Source: an optimization exercise on an open RTL-to-GDS flow (aim: small area). Production flows keep margins and buffers that such runs may drop.
At most, simulation tests tie the RTL to the original design; equivalence was not proved.
Power figures rest on the tool's default switching activity, not on a simulated workload.

==> yarrow: inputs <==
==> flow/design.v (excerpt) <==
module le_law (
    input  wire        clk,
    input  wire        rst,
    input  wire        cfg_we,
    input  wire [3:0]  cfg_addr,
    input  wire [31:0] cfg_wdata,
    input  wire        in_valid,
    output wire        in_ready,
    input  wire [31:0] in_y,
    input  wire [31:0] in_sp,
    input  wire [31:0] in_ff,
    output reg         out_valid,
    output reg         out_fail,
    output wire [31:0] out_us,
    output wire [31:0] out_r,
    output wire [31:0] out_e,
    output wire [31:0] out_u
);
make LEC_CHECK=0 ABC_CLOCK_PERIOD_IN_PS=16000 CAP_MARGIN=20 CORE_MARGIN=2 CORE_UTILIZATION=50 CTS_BUF_LIST=sky130_fd_sc_hd__clkbuf_4 CTS_CLUSTER_SIZE=30 SLEW_MARGIN=20 finish   # period 20.0 ns
run.sh (not shown) runs the stock make flow with config.mk's settings and CLKGATE_MAP_FILE= SYNTH_SCRIPT=/design/flow/synth_recipe.tcl, a recipe that flattens the netlist after the stock synthesis.
==> quartz: changes against yarrow <==
--- a/flow/config.mk
+++ b/flow/config.mk
@@ -9,6 +9,4 @@
 export CAP_MARGIN = 20
 export CORE_MARGIN = 2
-export CORE_UTILIZATION = 50
-export CTS_BUF_LIST = sky130_fd_sc_hd__clkbuf_4
-export CTS_CLUSTER_SIZE = 30
+export CORE_UTILIZATION = 25
 export SLEW_MARGIN = 20
==> summary.txt <==
| item | yarrow | quartz |
|---|---|---|
| Data-path buffer share of cell area in the final layout | 7.35% | 7.00% |
| CTS Root Cell | sky130_fd_sc_hd__clkbuf_4 | sky130_fd_sc_hd__clkbuf_16 |
| Power Dens Cells | 111 nW/um^2 | 113 nW/um^2 |
| Result of the run | complete, no violations | complete, no violations |
| Clock group total power | 1600 uW | 1870 uW |
| Row count | 96 | 137 |
| Detailed Route Iter0 Violations | 2255 | 2265 |
| Vertical die dimension | 268 um | 377 um |
| Floorplan core area | 68800 um^2 | 139000 um^2 |
| Required time at the endpoint of the critical path | 20.74 ns | 16.00 ns |
| Clock power share | 35.5% | 39.3% |
| Switching Share | 29.9% | 28.1% |
| Reported leakage power | 0.0153 uW | 0.0151 uW |

* * *

==> inputs of wip/amber <==
Another version of the RTL of le_law (not shown whole).
Settings: LEC_CHECK=0, ABC_CLOCK_PERIOD_IN_PS=16000, CAP_MARGIN=20, CORE_MARGIN=2, CORE_UTILIZATION=65, CTS_CLUSTER_DIAMETER=100, CTS_CLUSTER_SIZE=25, SLEW_MARGIN=20; clock period 20.0 ns.
standard.sh (not shown) runs the stock make flow with config.mk's settings and CLKGATE_MAP_FILE= SYNTH_SCRIPT=/design/flow/synth_recipe.tcl, a recipe that flattens the netlist after the stock synthesis.
==> flow/flow/run.sh <==
#!/bin/bash
# Layout: the standard flow, with the port buffers made from the smallest
# buffer cell instead of the one buffer_ports picks by itself. Every input and
# output port still gets its own buffer. The whole make output goes to
# flow_make.log in the work folder.
set -euo pipefail
export BUFFER_PORTS_ARGS="-buffer_cell sky130_fd_sc_hd__buf_1"
bash standard.sh "BUFFER_PORTS_ARGS=-buffer_cell sky130_fd_sc_hd__buf_1" finish > flow_make.log 2>&1
==> inputs of wip/ember, as changes to wip/amber <==
--- a/flow/design.v
+++ b/flow/design.v
@@ -14,19 +14,20 @@
 );
     localparam O_ADD = 3'd1, O_MUL = 3'd2, O_DIV = 3'd3, O_SELLT = 3'd4,
                O_SELGT = 3'd5, O_PASS = 3'd6;
     localparam C_IDLE = 4'd0, C_NIN = 4'd1, C_ALIGN = 4'd2, C_ADDS = 4'd3,
                C_MUL = 4'd4, C_DIV = 4'd5, C_MOVE = 4'd6, C_NORM = 4'd7,
                C_ROUND = 4'd8, C_DONE = 4'd9;
+    localparam SP_NONE = 2'd0, SP_NAN = 2'd1, SP_INF = 2'd2, SP_ZERO = 2'd3;
     reg [3:0]  cs;
     reg [27:0] P, Q;
     reg [23:0] M;
     reg signed [9:0] E;
     reg [4:0]  cnt;
     reg        S, ZS, SUB, ST, RND, ISDIV;
-    reg        NAN;
+    reg [1:0]  SPEC;
     assign busy = (cs != C_IDLE) && (cs != C_DONE);
     assign done = (cs == C_DONE);
     wire [7:0]  ea = a[30:23], eb = b[30:23];
     wire [22:0] fa = a[22:0],  fb = b[22:0];
     wire        sa = a[31],    sb = b[31];
     wire a_ez = (ea == 8'd0), b_ez = (eb == 8'd0);
@@ -137,24 +138,30 @@
             ST  <= 1'b0;
             RND <= 1'b0;
             ISDIV <= (op == O_DIV);
             M   <= mb;
             case (op)
                 O_MUL, O_DIV: begin
-                    P <= (opmul | b_inf) ? 28'd0 : {1'b0, mx, 3'b000};
+                    P <= opmul ? 28'd0 : {1'b0, mx, 3'b000};
                     Q <= opmul ? {1'b0, mz, 3'b000} : 28'd0;
-                    E <= (a_inf | (opmul ? b_inf : b_zero)) ? 10'sd255
-                         : texp + (opmul ? -10'sd127 : 10'sd126);
+                    E <= texp + (opmul ? -10'sd127 : 10'sd126);
                     S <= sa ^ sb;
                     ZS <= sa ^ sb;
                     SUB <= 1'b0;
                     cnt <= opmul ? 5'd23 : 5'd27;
-                    if (opmul)
-                        NAN <= a_nan | b_nan | (a_inf & b_zero) | (b_inf & a_zero);
-                    else
-                        NAN <= a_nan | b_nan | (a_zero & b_zero) | (a_inf & b_inf);
+                    if (opmul) begin
+                        if (a_nan | b_nan | (a_inf & b_zero) | (b_inf & a_zero)) SPEC <= SP_NAN;
+                        else if (a_inf | b_inf) SPEC <= SP_INF;
+                        else if (a_zero | b_zero | (a_sub & b_sub)) SPEC <= SP_ZERO;
+                        else SPEC <= SP_NONE;
+                    end else begin
+                        if (a_nan | b_nan | (a_zero & b_zero) | (a_inf & b_inf)) SPEC <= SP_NAN;
+                        else if (a_inf | b_zero) SPEC <= SP_INF;
+                        else if (a_zero | b_inf) SPEC <= SP_ZERO;
+                        else SPEC <= SP_NONE;
+                    end
                     if (a_nan | b_nan | a_inf | b_inf | a_zero | b_zero | (opmul & a_sub & b_sub))
                         cs <= C_DONE;
                     else
                         cs <= C_NIN;
                 end
                 default: begin   
@@ -163,24 +170,27 @@
                     E <= $signed({2'b00, ex1});
                     S <= sx;
                     ZS <= (op == O_ADD) ? (sa & sb) : sx;
                     SUB <= (op == O_ADD) & (sa ^ sb);
                     cnt <= (op == O_ADD) ? dcap : 5'd0;
                     if (op == O_ADD) begin
-                        NAN <= a_nan | b_nan | (a_inf & b_inf & (sa ^ sb));
+                        if (a_nan | b_nan | (a_inf & b_inf & (sa ^ sb))) SPEC <= SP_NAN;
+                        else if (a_inf | b_inf) SPEC <= SP_INF;
+                        else SPEC <= SP_NONE;
                         cs <= (a_nan | b_nan | a_inf | b_inf) ? C_DONE : C_ALIGN;
                     end else begin
-                        NAN <= x_nan;
+                        if (x_nan) SPEC <= SP_NAN;
+                        else if (x_inf) SPEC <= SP_INF;
+                        else SPEC <= SP_NONE;
                         cs <= (x_nan | x_inf) ? C_DONE : C_ALIGN;
                     end
                 end
             endcase
         end else begin
             cs <= cs_n;
             if (cs == C_ROUND) RND <= 1'b1;
-            if (cs == C_NORM && pz) S <= ZS;
             P <= p_q ? Q : p_sr ? {1'b0, pre[27:1]} : p_sl ? {pre[26:0], 1'b0} : pre;
             if (q_clr)     Q <= 28'd0;
             else if (q_sr) Q <= {1'b0, Q[27:1]};
             else if (q_sl) Q <= {Q[26:0], dge};
             if (m_sl) M <= {M[22:0], 1'b0};
             if (e_inc)      E <= E + 10'sd1;
@@ -189,19 +199,25 @@
             else if (cs == C_ALIGN && cnt == 5'd27) cnt <= 5'd0;
             if (cs == C_ADDS) ST <= 1'b0;
             else if (cs == C_MOVE) ST <= ~pz;
             else ST <= ST | st_in;
         end
     end
-    wire ovf = (E > 10'sd254);
-    wire xs  = ovf | NAN;
     always @* begin
-        res[31]    = S & ~NAN;
-        res[30:23] = xs ? 8'hFF : (P[26] ? E[7:0] : 8'd0);
-        res[22]    = NAN | (~xs & P[25]);
-        res[21:0]  = xs ? 22'd0 : P[24:3];
+        if (SPEC == SP_NAN)
+            res = 32'h7FC00000;
+        else if (SPEC == SP_INF)
+            res = {S, 8'hFF, 23'd0};
+        else if (SPEC == SP_ZERO)
+            res = {S, 31'd0};
+        else if (pz)
+            res = {ZS, 31'd0};
+        else if (E > 10'sd254)
+            res = {S, 8'hFF, 23'd0};
+        else
+            res = {S, P[26] ? E[7:0] : 8'd0, P[25:3]};
     end
 endmodule
 module le_law (
     input  wire        clk,
     input  wire        rst,
     input  wire        cfg_we,
@@ -210,13 +226,13 @@
     input  wire        in_valid,
     output wire        in_ready,
     input  wire [31:0] in_y,
     input  wire [31:0] in_sp,
     input  wire [31:0] in_ff,
     output reg         out_valid,
-    output wire        out_fail,
+    output reg         out_fail,
     output wire [31:0] out_us,
     output wire [31:0] out_r,
     output wire [31:0] out_e,
     output wire [31:0] out_u
 );
     localparam W_KP = 0, W_KI = 1, W_KD = 2, W_TF = 3, W_KFF = 4, W_KAW = 5,
@@ -232,13 +248,13 @@
     reg        run;           
     reg  [5:0] slot;
     reg        rep;           
     reg        first, cond, rz, fail;
     reg        dsrc;
     reg  [1:0] ffsrc;
-    reg        clr;           
+    reg  [NCFG-1:0] cvalid;   
     reg        cw0;           
     wire core_busy, core_done;
     wire [31:0] core_res;
     wire act = run & ~rep;    
     reg  [16*NW-1:0] wl, wh;       
     reg  [NW-1:0]    wen;
@@ -253,13 +269,16 @@
                 wl[16*gi +: 16] <= {wen[gi] ? dl[gi] : tl[gi], wl[16*gi+1 +: 15]};
                 wh[16*gi +: 16] <= {wen[gi] ? dh[gi] : th[gi], wh[16*gi+1 +: 15]};
             end
         end
     endgenerate
     function [1:0] rd(input integer k);
-        rd = {th[k], tl[k]};
+        if (k < NCFG)
+            rd = {th[k] & cvalid[k], tl[k] & cvalid[k]};
+        else
+            rd = {th[k], tl[k]};
     endfunction
     wire [4:0] b0 = {ph, 1'b0};
     wire [4:0] b1 = {ph, 1'b1};
     wire [1:0] s_cfg = {cfg_wdata[b1], cfg_wdata[b0]};
     wire [1:0] s_y   = {in_y[b1],  in_y[b0]};
     wire [1:0] s_sp  = {in_sp[b1], in_sp[b0]};
@@ -351,24 +370,24 @@
             default: ;
         endcase
     end
     wire commit_s = act & (slot == 6'd25) & ~fail;    
     wire commit_i = act & (slot == 6'd35) & ~fail;    
     wire [1:0] s_x = dsrc ? rd(W_WE) : s_ny;
-    wire cfg_wr = ~run & ~clr & cfg_we;
+    wire cfg_wr = ~run & cfg_we;
     wire take_cfg = cfg_wr & cw0 & last;
     wire take_smp = act & (slot == 6'd25) & last;
     assign in_ready = take_cfg | take_smp;
     integer k;
     always @* begin
         wen = {NW{1'b0}};
         dl  = {NW{1'b0}};
         dh  = {NW{1'b0}};
         for (k = 0; k < NCFG; k = k + 1) begin
-            wen[k] = clr | (cfg_wr & (cfg_addr == k));
-            dl[k] = s_cfg[0] & ~clr; dh[k] = s_cfg[1] & ~clr;
+            wen[k] = cfg_wr & (cfg_addr == k);
+            dl[k] = s_cfg[0]; dh[k] = s_cfg[1];
         end
         wen[W_I]  = commit_i;           dl[W_I]  = s_acc[0];    dh[W_I]  = s_acc[1];
         wen[W_D]  = commit_s;           dl[W_D]  = tl[W_1];     dh[W_D]  = th[W_1];
         wen[W_XP] = commit_s;           dl[W_XP] = s_x[0];      dh[W_XP] = s_x[1];
         wen[W_R]  = commit_s;           dl[W_R]  = tl[W_WUS];   dh[W_R]  = th[W_WUS];
         wen[W_T]  = commit_s & cond;    dl[W_T]  = s_sp[0];     dh[W_T]  = s_sp[1];
@@ -406,26 +425,27 @@
             ph <= 4'd0;
             run <= 1'b0;
             slot <= 6'd0;
             rep <= 1'b0;
             first <= 1'b1;
             fail <= 1'b0;
-            clr <= 1'b1;
+            cvalid <= {NCFG{1'b0}};
             dsrc <= 1'b0;
             ffsrc <= 2'd0;
             cw0 <= 1'b0;
+            out_fail <= 1'b0;
         end else begin
             ph <= ph + 4'd1;
             if (ph == 4'd0) cw0 <= cfg_wr;
             if (take_cfg) begin
+                if (cfg_addr < NCFG) cvalid[cfg_addr] <= 1'b1;
                 if (cfg_addr == 4'd11) begin dsrc <= cfg_wdata[0]; ffsrc <= cfg_wdata[2:1]; end
                 if (cfg_addr == 4'd12) first <= 1'b1;
             end
-            if (last) clr <= 1'b0;
             if (~run) begin
-                if (last & in_valid & ~clr) begin
+                if (last & in_valid) begin
                     run  <= 1'b1;
                     slot <= 6'd0;
                     rep  <= 1'b0;
                     fail <= 1'b0;
                 end
             end else if (last) begin
@@ -440,20 +460,20 @@
                         cond <= first | nspd;
                         rz <= (a_next[30:0] == 31'd0);
                     end
                     if (slot == 6'd35) begin
                         run <= 1'b0;
                         out_valid <= 1'b1;
+                        out_fail <= fail;
                         if (~fail) first <= 1'b0;
                     end else
                         slot <= slot + 6'd1;
                 end
             end
         end
     end
-    assign out_fail = fail;
     genvar go;
     generate
         for (go = 0; go < 16; go = go + 1) begin : g_o
             assign out_us[2*go] = wl[16*W_WUS + go]; assign out_us[2*go+1] = wh[16*W_WUS + go];
             assign out_r[2*go]  = wl[16*W_R + go];   assign out_r[2*go+1]  = wh[16*W_R + go];
             assign out_e[2*go]  = wl[16*W_WE + go];  assign out_e[2*go+1]  = wh[16*W_WE + go];
==> flow/run.sh (new file) <==
#!/bin/bash
# synth_recipe.tcl (not shown) runs the flow's synth.tcl, then flattens the netlist and writes it again
# the make line also repeats each setting of config.mk as NAME=value (left out here)
make -C /OpenROAD-flow-scripts/flow DESIGN_CONFIG=/design/flow/config.mk WORK_HOME=/design/flow/orfs CLKGATE_MAP_FILE= SYNTH_SCRIPT=/design/flow/synth_recipe.tcl finish
Settings changed: CORE_UTILIZATION 65 to 50.
removed: flow/flow/run.sh
removed: flow/standard.sh
==> inputs of wip/nickel, as changes to wip/amber <==
--- a/flow/design.v
+++ b/flow/design.v
@@ -174,13 +174,12 @@
                     end
                 end
             endcase
         end else begin
             cs <= cs_n;
             if (cs == C_ROUND) RND <= 1'b1;
-            if (cs == C_NORM && pz) S <= ZS;
             P <= p_q ? Q : p_sr ? {1'b0, pre[27:1]} : p_sl ? {pre[26:0], 1'b0} : pre;
             if (q_clr)     Q <= 28'd0;
             else if (q_sr) Q <= {1'b0, Q[27:1]};
             else if (q_sl) Q <= {Q[26:0], dge};
             if (m_sl) M <= {M[22:0], 1'b0};
             if (e_inc)      E <= E + 10'sd1;
@@ -189,19 +188,21 @@
             else if (cs == C_ALIGN && cnt == 5'd27) cnt <= 5'd0;
             if (cs == C_ADDS) ST <= 1'b0;
             else if (cs == C_MOVE) ST <= ~pz;
             else ST <= ST | st_in;
         end
     end
-    wire ovf = (E > 10'sd254);
-    wire xs  = ovf | NAN;
     always @* begin
-        res[31]    = S & ~NAN;
-        res[30:23] = xs ? 8'hFF : (P[26] ? E[7:0] : 8'd0);
-        res[22]    = NAN | (~xs & P[25]);
-        res[21:0]  = xs ? 22'd0 : P[24:3];
+        if (NAN)
+            res = 32'h7FC00000;
+        else if (E > 10'sd254)
+            res = {S, 8'hFF, 23'd0};
+        else if (pz)
+            res = {ZS, 31'd0};
+        else
+            res = {S, P[26] ? E[7:0] : 8'd0, P[25:3]};
     end
 endmodule
 module le_law (
     input  wire        clk,
     input  wire        rst,
     input  wire        cfg_we,
@@ -210,13 +211,13 @@
     input  wire        in_valid,
     output wire        in_ready,
     input  wire [31:0] in_y,
     input  wire [31:0] in_sp,
     input  wire [31:0] in_ff,
     output reg         out_valid,
-    output wire        out_fail,
+    output reg         out_fail,
     output wire [31:0] out_us,
     output wire [31:0] out_r,
     output wire [31:0] out_e,
     output wire [31:0] out_u
 );
     localparam W_KP = 0, W_KI = 1, W_KD = 2, W_TF = 3, W_KFF = 4, W_KAW = 5,
@@ -410,12 +411,13 @@
             first <= 1'b1;
             fail <= 1'b0;
             clr <= 1'b1;
             dsrc <= 1'b0;
             ffsrc <= 2'd0;
             cw0 <= 1'b0;
+            out_fail <= 1'b0;
         end else begin
             ph <= ph + 4'd1;
             if (ph == 4'd0) cw0 <= cfg_wr;
             if (take_cfg) begin
                 if (cfg_addr == 4'd11) begin dsrc <= cfg_wdata[0]; ffsrc <= cfg_wdata[2:1]; end
                 if (cfg_addr == 4'd12) first <= 1'b1;
@@ -440,20 +442,20 @@
                         cond <= first | nspd;
                         rz <= (a_next[30:0] == 31'd0);
                     end
                     if (slot == 6'd35) begin
                         run <= 1'b0;
                         out_valid <= 1'b1;
+                        out_fail <= fail;
                         if (~fail) first <= 1'b0;
                     end else
                         slot <= slot + 6'd1;
                 end
             end
         end
     end
-    assign out_fail = fail;
     genvar go;
     generate
         for (go = 0; go < 16; go = go + 1) begin : g_o
             assign out_us[2*go] = wl[16*W_WUS + go]; assign out_us[2*go+1] = wh[16*W_WUS + go];
             assign out_r[2*go]  = wl[16*W_R + go];   assign out_r[2*go+1]  = wh[16*W_R + go];
             assign out_e[2*go]  = wl[16*W_WE + go];  assign out_e[2*go+1]  = wh[16*W_WE + go];
==> summary of the runs <==
wip/ember finished clean. wip/nickel ran to the end with no violations. wip/amber finished clean. Between wip/nickel and wip/amber, the lower wire length is in wip/nickel (gap 9.1%, measured against wip/amber). Critical path depth, highest first: wip/ember, wip/nickel, wip/amber. In fmax, wip/ember and wip/nickel hardly differ. Clock power, highest first: wip/ember, wip/nickel, wip/amber. The highest combinational power belongs to wip/amber, the lowest to wip/nickel. Sequential share of layout area: wip/nickel > wip/amber > wip/ember. In synthesized area, wip/nickel and wip/amber hardly differ. The lowest worst setup slack belongs to wip/ember, the highest to wip/amber. The lowest worst hold slack belongs to wip/nickel, the highest to wip/ember. The highest global-route usage belongs to wip/amber, the lowest to wip/ember.
The RTL of wip/nickel was laid out without a check of its function.

[static timing again, ports no longer ideal]
No port has a modelled driver above. Below, the same layouts with a new extraction and two added sets of constraints.
Step 1 sets driving cells, clkbuf_16 on the clock port and buf_2 on the other inputs (assumed; they add their load-dependent delay and slew).
Step 2 also shifts input and output timing later by t, the mid clock arrival at the registers, as if the neighbouring blocks saw the same clock.
a / b / c = ideal ports / drivers / drivers and shift; a / b = the first two.
run | shift t [ns] | setup WS [ns] | clock arrival spread, ns | slew at the worst register clock pin (ns) | worst data-port slew with drivers (ns)
yarrow | 1.104 | 9.446 / 9.483 / 8.379 | 0.091 / 0.091 | 0.08 / 0.08 | 0.09
quartz | 0.719 | 9.240 / 9.213 / 8.542 | 0.101 / 0.100 | 0.07 / 0.07 | 0.18
wip/amber | 0.675 | 7.673 / 7.704 / 7.028 | 0.039 / 0.039 | 0.11 / 0.11 | 0.10
wip/ember | 0.663 | 7.366 / 7.400 / 6.737 | 0.046 / 0.047 | 0.11 / 0.11 | 0.06
wip/nickel | 0.651 | 7.390 / 7.415 / 6.764 | 0.061 / 0.061 | 0.11 / 0.11 | 0.07
After both steps every run listed still meets setup and hold. The setup slack of yarrow, which loses most, moves by +0.037 ns with the drivers and by -1.067 ns with both steps.
